Source: an optimization exercise on an open RTL-to-GDS flow (aim: small area and a short achievable clock period). Production flows keep margins and buffers that such runs may drop. Function was checked by simulation only, so behaviour that the tests miss may differ from the original. Power figures rest on the tool's default switching activity, not on a simulated workload.

$ cat flow/config.mk
export PLATFORM = sky130hd
export DESIGN_NAME = lane_guard
export DESIGN_NICKNAME = lane_guard
export VERILOG_FILES = /design/flow/design.v
export SDC_FILE = /design/flow/constraint.sdc
export NUM_CORES = 4
export LEC_CHECK = 0
export CAP_MARGIN = 40
export CORE_MARGIN = 2
export CORE_UTILIZATION = 25
export PLACE_DENSITY = 0.35
export SLEW_MARGIN = 40
$ cat flow/design.v
module lane_guard (
    input             clk,
    input             rst,
    /*verilator lint_off UNUSEDSIGNAL*/
    input      [23:0] lg_map,
    /*verilator lint_on UNUSEDSIGNAL*/
    input             wr_valid,
    input      [39:0] wr_data,
    input      [1:0]  wr_rank_state,
    input      [2:0]  wr_erased_lane,
    input             wr_zero_policy,
    output reg        dw_valid,
    output reg [47:0] dw_data,
    input             rd_valid,
    input      [47:0] rd_data,
    input      [1:0]  rd_rank_state,
    input      [2:0]  rd_erased_lane,
    input             rd_check_en,
    input             rd_hct_loaded,
    output            hr_valid,
    output            hr_first,
    output     [39:0] hr_data,
    output     [1:0]  hr_event,
    output     [3:0]  hr_kind,
    output     [2:0]  hr_lane,
    output            hr_rfail,
    output     [15:0] hr_beats,
    output     [7:0]  hr_bits
);
    localparam ST_PROTECTED = 2'd0;
    localparam ST_ERASED    = 2'd1;
    localparam ST_PL_FAULT  = 2'd2;
    localparam ST_SECOND    = 2'd3;
    localparam EV_NONE  = 2'd0;
    localparam EV_FS16  = 2'd1;
    localparam EV_FS17  = 2'd2;
    wire [2:0] map_lane [0:5];
    genvar g;
    generate
        for (g = 0; g < 6; g = g + 1) begin : g_map
            assign map_lane[g] = lg_map[4*g+2:4*g];
        end
    endgenerate
    function [7:0] gf_mul_a;
        input [7:0] x;
        begin
            gf_mul_a = {x[6:0], 1'b0} ^ (x[7] ? 8'h1D : 8'h00);
        end
    endfunction
    function beat_ok;
        input [39:0] beat;
        reg   [7:0]  acc;
        integer      n;
        begin
            acc = 8'h00;
            for (n = 3; n >= 0; n = n - 1)
                acc = gf_mul_a(acc ^ beat[8*n +: 8]);
            beat_ok = (acc == beat[39:32]);
        end
    endfunction
    reg [47:0] wr_dram;
    reg [7:0]  wr_par;
    integer    wl, wn;
    always @(*) begin
        wr_par  = wr_data[7:0] ^ wr_data[15:8] ^ wr_data[23:16] ^
                  wr_data[31:24] ^ wr_data[39:32];
        wr_dram = 48'd0;
        for (wl = 0; wl < 6; wl = wl + 1) begin
            if (map_lane[5] == wl[2:0])
                wr_dram[8*wl +: 8] = wr_par;
            for (wn = 0; wn < 5; wn = wn + 1) begin
                if (map_lane[wn] == wl[2:0]) begin
                    if (wr_zero_policy &&
                        (wr_rank_state == ST_ERASED || wr_rank_state == ST_SECOND) &&
                        wr_erased_lane == wl[2:0])
                        wr_dram[8*wl +: 8] = 8'h00;
                    else
                        wr_dram[8*wl +: 8] = wr_data[8*wn +: 8];
                end
            end
        end
    end
    always @(posedge clk) begin
        if (rst) begin
            dw_valid <= 1'b0;
            dw_data  <= 48'd0;
        end else begin
            dw_valid <= wr_valid;
            dw_data  <= wr_dram;
        end
    end
    reg [39:0] in_raw [0:15];    
    reg [7:0]  in_par [0:15];    
    reg [3:0]  in_cnt;
    reg [1:0]  in_state;
    reg [2:0]  in_elane;
    reg        in_check;
    reg        in_hct;
    reg        decide;
    reg [39:0] rd_host;
    reg [7:0]  rd_par;
    integer    rn;
    always @(*) begin
        for (rn = 0; rn < 5; rn = rn + 1)
            rd_host[8*rn +: 8] = rd_data[8*map_lane[rn] +: 8];
        rd_par = rd_data[8*map_lane[5] +: 8];
    end
    integer i;
    always @(posedge clk) begin
        if (rst) begin
            in_cnt   <= 4'd0;
            decide   <= 1'b0;
            in_state <= 2'd0;
            in_elane <= 3'd0;
            in_check <= 1'b0;
            in_hct   <= 1'b0;
        end else begin
            decide <= rd_valid && (in_cnt == 4'd15);
            if (rd_valid) begin
                in_cnt         <= in_cnt + 4'd1;
                if (in_cnt == 4'd0) begin
                    in_state <= rd_rank_state;
                    in_elane <= rd_erased_lane;
                    in_check <= rd_check_en;
                    in_hct   <= rd_hct_loaded;
                end
            end
        end
    end
    always @(posedge clk) begin
        if (rd_valid) begin
            in_raw[in_cnt] <= rd_host;
            in_par[in_cnt] <= rd_par;
        end
    end
    reg [7:0]  syn   [0:15];      
    reg [39:0] trial [0:4][0:15];   
    reg        raw_pass;
    reg [4:0]  trial_pass;
    reg        s_nonzero;
    reg [15:0] s_beats;
    reg [7:0]  s_bits;
    integer    b, n;
    always @(*) begin
        raw_pass   = 1'b1;
        trial_pass = 5'b11111;
        s_beats    = 16'd0;
        s_bits     = 8'd0;
        for (b = 0; b < 16; b = b + 1) begin
            syn[b] = in_raw[b][7:0] ^ in_raw[b][15:8] ^ in_raw[b][23:16] ^
                     in_raw[b][31:24] ^ in_raw[b][39:32] ^ in_par[b];
            s_beats[b] = |syn[b];
            s_bits     = s_bits | syn[b];
            if (!beat_ok(in_raw[b]))
                raw_pass = 1'b0;
            for (n = 0; n < 5; n = n + 1) begin
                trial[n][b] = in_raw[b];
                trial[n][b][8*n +: 8] = in_raw[b][8*n +: 8] ^ syn[b];
                if (!beat_ok(trial[n][b]))
                    trial_pass[n] = 1'b0;
            end
        end
        s_nonzero = |s_beats;
    end
    reg [2:0] pick;         
    reg [1:0] d_event;
    reg [3:0] d_kind;
    reg [2:0] d_lane;
    reg       d_rfail;
    reg [2:0] n_cand;
    reg [2:0] cand_n;
    reg [2:0] e_host;       
    integer   c;
    always @(*) begin
        n_cand = {2'b00, raw_pass && s_nonzero};
        cand_n = 3'd5;
        for (c = 0; c < 5; c = c + 1) begin
            if (trial_pass[c]) begin
                n_cand = n_cand + 3'd1;
                cand_n = c[2:0];
            end
        end
        e_host = 3'd5;
        for (c = 0; c < 5; c = c + 1)
            if (map_lane[c] == in_elane)
                e_host = c[2:0];
        pick    = 3'd5;
        d_event = EV_NONE;
        d_kind  = 4'd0;
        d_lane  = 3'd7;
        d_rfail = 1'b0;
        if (in_state == ST_ERASED)
            pick = e_host;
        if (in_check) begin
            case (in_state)
                ST_PROTECTED: begin
                    if (!s_nonzero) begin
                        if (in_hct && !raw_pass) begin
                            d_event = EV_FS17;
                            d_kind  = 4'd7;
                        end
                    end else if (!in_hct) begin
                        d_event = EV_FS17;
                        d_kind  = 4'd4;
                    end else if (n_cand == 3'd1 && cand_n != 3'd5) begin
                        pick    = cand_n;
                        d_event = EV_FS16;
                        d_kind  = 4'd0;
                        d_lane  = map_lane[cand_n];
                    end else if (n_cand == 3'd1) begin
                        d_event = EV_FS16;
                        d_kind  = 4'd1;
                        d_lane  = map_lane[5];
                    end else if (n_cand == 3'd0) begin
                        d_event = EV_FS17;
                        d_kind  = 4'd2;
                    end else begin
                        d_event = EV_FS17;
                        d_kind  = 4'd3;
                    end
                end
                ST_ERASED: begin
                    if (in_hct && !((e_host == 3'd5) ? raw_pass : trial_pass[e_host])) begin
                        d_event = EV_FS17;
                        d_kind  = 4'd5;
                        d_rfail = 1'b1;
                    end
                end
                default: begin  
                    if (in_hct && !raw_pass) begin
                        d_event = EV_FS17;
                        d_kind  = 4'd6;
                        d_rfail = (in_state == ST_PL_FAULT);
                    end
                end
            endcase
        end
    end
    reg [39:0] out_line [0:15];
    reg [3:0]  out_cnt;
    reg        out_busy;
    reg [1:0]  out_event;
    reg [3:0]  out_kind;
    reg [2:0]  out_lane;
    reg        out_rfail;
    reg [15:0] out_beats;
    reg [7:0]  out_bits;
    always @(posedge clk) begin
        if (rst) begin
            out_cnt   <= 4'd0;
            out_busy  <= 1'b0;
            out_event <= 2'd0;
            out_kind  <= 4'd0;
            out_lane  <= 3'd0;
            out_rfail <= 1'b0;
            out_beats <= 16'd0;
            out_bits  <= 8'd0;
        end else if (decide) begin
            out_cnt   <= 4'd0;
            out_busy  <= 1'b1;
            out_event <= d_event;
            out_kind  <= d_kind;
            out_lane  <= d_lane;
            out_rfail <= d_rfail;
            out_beats <= s_beats;
            out_bits  <= s_bits;
        end else if (out_busy) begin
            out_cnt <= out_cnt + 4'd1;
            if (out_cnt == 4'd15)
                out_busy <= 1'b0;
        end
    end
    always @(posedge clk) begin
        if (decide)
            for (i = 0; i < 16; i = i + 1)
                out_line[i] <= (pick == 3'd5) ? in_raw[i] : trial[pick][i];
    end
    assign hr_valid = out_busy;
    assign hr_first = out_busy && (out_cnt == 4'd0);
    assign hr_data  = out_line[out_cnt];
    assign hr_event = out_event;
    assign hr_kind  = out_kind;
    assign hr_lane  = out_lane;
    assign hr_rfail = out_rfail;
    assign hr_beats = out_beats;
    assign hr_bits  = out_bits;
endmodule
$ cat flow/constraint.sdc
create_clock -name core_clock -period 14.0 [get_ports {clk}]
set_input_delay 2.8000 -clock core_clock [delete_from_list [all_inputs] [get_ports {clk}]]
set_output_delay 2.8000 -clock core_clock [all_outputs]
set_load 0.01 [all_outputs]
$ cat flow/run.sh
#!/bin/bash
# synth_recipe.tcl (not shown) runs the flow's synth.tcl, then flattens the netlist and writes it again
# the make line also repeats each setting of config.mk as NAME=value (left out here)
make -C /OpenROAD-flow-scripts/flow DESIGN_CONFIG=/design/flow/config.mk WORK_HOME=/design/flow/orfs CLKGATE_MAP_FILE= SYNTH_SCRIPT=/design/flow/synth_recipe.tcl finish
==> reports/metrics.json <==
{
  "crit_arrival": {"value": 12.71, "unit": "ns"},
  "critPathMaxStageDelay": {"value": 0.84, "unit": "ns"},
  "boundaryPins": {"value": 254},
  "power.combinational.fraction": {"value": 0.273},
  "r2r-start": {"value": "in_raw[7][22]"},
  "clk-insertion-delay-late": {"value": 1.01, "unit": "ns"},
  "layout.nets": {"value": 9972},
  "layout.area.seq": {"value": 44270, "unit": "µm²"},
  "antenna_violating_nets_post_route": {"value": 0},
  "std_cell_rows": {"value": 238},
  "p_int": {"value": 9.106, "unit": "mW"},
  "cell_area_after_synthesis": {"value": 105400, "unit": "µm²"},
  "critical_path_capture_point_type": {"value": "flop"},
  "largest_family_of_logic_cells_by_synthesized_area": {"value": "XOR/XNOR gates"},
  "cts.path.max_buffers": {"value": 4},
  "power": {"value": 14.16, "unit": "mW"},
  "regToRegSetupSlack": {"value": 2.11, "unit": "ns"},
  "post_synth_fa_ha_maj_area_fraction": {"value": 0.001543},
  "worstRegToRegCells": {"value": 36},
  "finalMaxSlewViolations": {"value": 0},
  "postSynth.topFlopCell": {"value": "sky130_fd_sc_hd__edfxtp_1"},
  "hold_fix_buffer_count_after_cts": {"value": 0},
  "dieArea": {"value": 427000, "unit": "µm²"},
  "rsz_0062_raised_after_global_routing": {"value": "no"},
  "fin_ws": {"value": 2.109, "unit": "ns"},
  "vdd_ir_drop_max": {"value": 0.1189, "unit": "mV"},
  "switchingPower": {"value": 5.051, "unit": "mW"},
  "drt_wl_total": {"value": 929800, "unit": "µm"},
  "power_frac_clock": {"value": 0.368},
  "grt_pass1_vias": {"value": 85277},
  "layout_common_cells": {"value": "sky130_fd_sc_hd__edfxtp_1 (1408), sky130_fd_sc_hd__xnor2_1 (1283), sky130_fd_sc_hd__buf_4 (988)"},
  "dp_slack": {"value": 2.576, "unit": "ns"},
  "power_frac_seq": {"value": 0.360},
  "most_common_cell_after_layout_fill_and_taps_aside": {"value": "sky130_fd_sc_hd__edfxtp_1"},
  "placeableCoreArea": {"value": 420200, "unit": "µm²"},
  "synth.avg_cell_area": {"value": 11.72, "unit": "µm²"},
  "clock_root_buffer": {"value": "sky130_fd_sc_hd__clkbuf_16"},
  "grt_pass1_wl": {"value": 1124000, "unit": "µm"},
  "finalWeightedCongestion": {"value": 1.089},
  "initial_core_util": {"value": 0.2509},
  "sequential_share_of_the_synthesized_area": {"value": 0.4198},
  "num-fill-cells": {"value": 42345},
  "area_used_by_multi_input_combinational_logic": {"value": 60800, "unit": "µm²"},
  "status": {"value": "timing/DRC/antenna clean"},
  "timing.hold.worst.start": {"value": "out_kind[2]"},
  "synth_top_area_share": {"value": 0.4010},
  "clkTransAtPathRegs": {"value": 0.07, "unit": "ns"},
  "type_of_the_setup_path_with_the_least_slack": {"value": "flop to flop"},
  "critical_path.slowest_cell": {"value": "sky130_fd_sc_hd__edfxtp_1"},
  "stdcell_count": {"value": 15681},
  "grt_max_degree": {"value": 123},
  "grt_overflow": {"value": 0},
  "detail_route.first_pass.iterations": {"value": 6},
  "timing.hold.worst.class": {"value": "flop to flop"},
  "routed-via-count": {"value": 94403},
  "max_cap_violations": {"value": 0},
  "worst-path-max-fanout": {"value": 10},
  "total_negative_setup_slacks": {"value": 0, "unit": "ns"},
  "synthToLayoutAreaGrowth": {"value": 25.33, "unit": "%"},
  "synth-edff-count": {"value": 1408},
  "track_usage": {"value": 0.4233},
  "reg2reg_to": {"value": "out_line[11][11]"},
  "synth_nets": {"value": 9138},
  "wl_per_cell": {"value": 59.29, "unit": "µm"},
  "cp_dominant_cell_by_count": {"value": "sky130_fd_sc_hd__buf_4"},
  "number_of_clock_sinks_seen_by_cts": {"value": 1507},
  "final_layout_size_suffix_gt1_frac": {"value": 0.2059},
  "cp-start-kind": {"value": "flop"},
  "p_sw_frac": {"value": 0.3568},
  "synth_compound_area_frac": {"value": 0.1591},
  "netlist_top_cells_area": {"value": "sky130_fd_sc_hd__edfxtp_1 (40%), sky130_fd_sc_hd__xnor2_1 (12%), sky130_fd_sc_hd__xnor3_1 (9.3%), sky130_fd_sc_hd__xor2_1 (3.9%), sky130_fd_sc_hd__a21oi_1 (2.7%)"},
  "yosys.area_share.xor_xnor": {"value": 0.2778},
  "drt_iter0_markers": {"value": 16319},
  "async_flop_share": {"value": 0},
  "report.final.setup_viol": {"value": 0},
  "leakagePower": {"value": 48.83, "unit": "nW"},
  "die_y": {"value": 653.4, "unit": "µm"},
  "drcViolationCount": {"value": 0},
  "cell_taking_the_most_area_after_synthesis": {"value": "sky130_fd_sc_hd__edfxtp_1"},
  "layout_min_cycle_time": {"value": 11.89, "unit": "ns"},
  "slew-limit-headroom": {"value": 0.2781},
  "place.detailed.instances": {"value": 15270},
  "synthSimpleGateAreaFrac": {"value": 0.07385},
  "routed_via_density": {"value": 6.020},
  "post_synth_num_cell_types": {"value": 102},
  "finalCritPeriodShare": {"value": 0.8494},
  "cts_buffers": {"value": 197},
  "post_synth_inst_count": {"value": 8996},
  "yosys-mux-area-fraction": {"value": 0.03163},
  "max_freq": {"value": 84.09, "unit": "MHz"},
  "ys_warn_count": {"value": 4},
  "cellPowerDensity": {"value": 107.1, "unit": "nW/µm²"},
  "required": {"value": 14.82, "unit": "ns"},
  "fp.dieW": {"value": 653.4, "unit": "µm"},
  "whs_endpoint": {"value": "out_kind[2]"},
  "post_cts.resized_instances": {"value": 0},
  "port_buffers": {"value": 245},
  "htree_num_levels": {"value": 4},
  "cts.repair_timing.setup_buffer_count": {"value": 0},
  "hold_viol_final": {"value": 0},
  "grt_antenna_before_repair": {"value": 177},
  "tritoncts": {"value": "done"},
  "clock_skew": {"value": 0.1245, "unit": "ns"},
  "dp_hpwl": {"value": 757500, "unit": "µm"},
  "whs_path_depth": {"value": 1},
  "synth-seq-cells": {"value": 1507},
  "timing_worst_slew_pin_value": {"value": 1.075, "unit": "ns"},
  "timing.hold.ws": {"value": 0.4640, "unit": "ns"}
}
## power by group through the flow
stage / sequential (mW) / combinational [mW] / clock (mW)
6_report: 5.09 / 3.86 / 5.20
2_1_floorplan: 5.13 / 1.58 / 0
3_5_place_dp: 5.18 / 3.71 / 0
3_3_place_gp: 5.19 / 3.63 / 0
5_1_grt: 5.09 / 3.82 / 5.40
4_1_cts: 5.09 / 3.73 / 5.25
## registers in the layout, indices dropped and copies added, names as in the netlist
name       cells
in_raw       640
dw_data       48
in_par       128
out_kind       3
in_state       2
out_lane       3
out_beats     16
out_cnt        4
decide         1
out_rfail      1
dw_valid       1
out_event      2
in_elane       3
in_hct         1
out_line     640
in_check       1
in_cnt         4
out_busy       1
out_bits       8
## worst max-delay path, delay by kind of cell (launching register included)
family / cells / cell delay, ns
AOI/OAI and AO/OA: 3 / 0.33
xor gates and xnor gates: 6 / 2.48
adders and majority gates: 4 / 1.14
and+or+nand+nor: 13 / 4.99
buffers and inverters: 10 / 1.71
DFF: 1 / 0.84
## worst max-delay path by stage
stage	cells after the start	slack (ns)	end	startpoint
floorplan	5	4.93	out_bits[7]	decide
global placement	34	2.01	out_line[11][11]	in_raw[3][28]
detailed placement	34	2.58	out_line[11][11]	in_raw[7][22]
CTS	34	2.52	out_line[11][11]	in_raw[7][22]
global route	34	2.40	out_line[11][11]	in_raw[7][22]
finish	36	2.11	out_line[11][11]	in_raw[7][22]
## kinds of logic after synthesis
kind of cell | after synthesis
buffers and inverters | 924
adder cells (fa/ha/maj) | 13
multiplexers | 272
other | 1
AO/OA/AOI/OAI | 2391
XOR/XNOR | 2463
flip-flops | 1507
AND/OR/NAND/NOR | 1425
## per-stage QoR
step                area (µm²)  utilization
detailed placement      125600       0.2990
finish                  132100       0.3145
global placement        123100       0.2929
floorplan               105400            -
global route            132000       0.3142
CTS                     131900       0.3138
## metal layers
| layer | GRT usage | vias up | wire [µm] |
|---|---|---|---|
| li1 | - | 36037 | - |
| met1 | 0.5550 | 50387 | 380700 |
| met2 | 0.6255 | 6584 | 393900 |
| met3 | 0.1020 | 1335 | 85090 |
| met4 | 0.2626 | 60 | 69440 |
| met5 | 0 | - | 684 |
## cell usage after synthesis, types with 73 or more instances
| cell | count |
|---|---|
| sky130_fd_sc_hd__xnor2_1 | 1440 |
| sky130_fd_sc_hd__edfxtp_1 | 1408 |
| sky130_fd_sc_hd__a21oi_1 | 572 |
| sky130_fd_sc_hd__clkbuf_1 | 511 |
| sky130_fd_sc_hd__xor2_1 | 471 |
| sky130_fd_sc_hd__xnor3_1 | 436 |
| sky130_fd_sc_hd__o21ai_0 | 361 |
| sky130_fd_sc_hd__nor2_1 | 331 |
| sky130_fd_sc_hd__nand2_1 | 247 |
| sky130_fd_sc_hd__a22oi_1 | 227 |
| sky130_fd_sc_hd__mux2i_1 | 215 |
| sky130_fd_sc_hd__o22a_1 | 174 |
| sky130_fd_sc_hd__buf_2 | 163 |
| sky130_fd_sc_hd__a41oi_1 | 156 |
| sky130_fd_sc_hd__inv_1 | 151 |
| sky130_fd_sc_hd__nand3_1 | 143 |
| sky130_fd_sc_hd__nand4_1 | 135 |
| sky130_fd_sc_hd__nor3_1 | 128 |
| sky130_fd_sc_hd__nor4_1 | 112 |
| sky130_fd_sc_hd__xor3_1 | 111 |
| sky130_fd_sc_hd__dfxtp_1 | 99 |
| sky130_fd_sc_hd__o31ai_1 | 94 |
| sky130_fd_sc_hd__a211oi_1 | 91 |
| sky130_fd_sc_hd__a41o_1 | 74 |
| sky130_fd_sc_hd__nor4_2 | 73 |
## cell type report
type,count,share of cell area
Clock buffer,241,0.03941
Inverter,154,0.004393
Tap cell,5640,0.05340
Sequential cell,1507,0.3350
Timing Repair Buffer,1405,0.09875
Clock inverter,112,0.007868
Antenna cell,57,0.001079
Multi-Input combinational cell,6565,0.4601

==> what the ideal ports hide <==
Ports are ideal in the flow. The routed layout listed here was re-timed in OpenROAD. Step 1, drivers: a clkbuf_16 drives clk and a buf_2 each remaining input, both assumed. Step 2 times the ports against the registers' clock, not the clock port: input delays grow and output delays shrink by t, the midpoint of the rising clock arrivals with the driver on. a / b / c = ideal ports / drivers / drivers and shift; a / b = the first two.
t (ns): 1.072
setup WS [ns]: 2.109 / 2.109 / 2.109
worst setup path after step 2: register to register
latest minus earliest clock arrival (ns): 0.124 / 0.124
worst data-port slew with drivers (ns): 0.14
After both steps setup and hold are still met in this run. For this run, drivers alone change the setup slack by 0.000 ns; drivers and shift together by 0.000 ns.
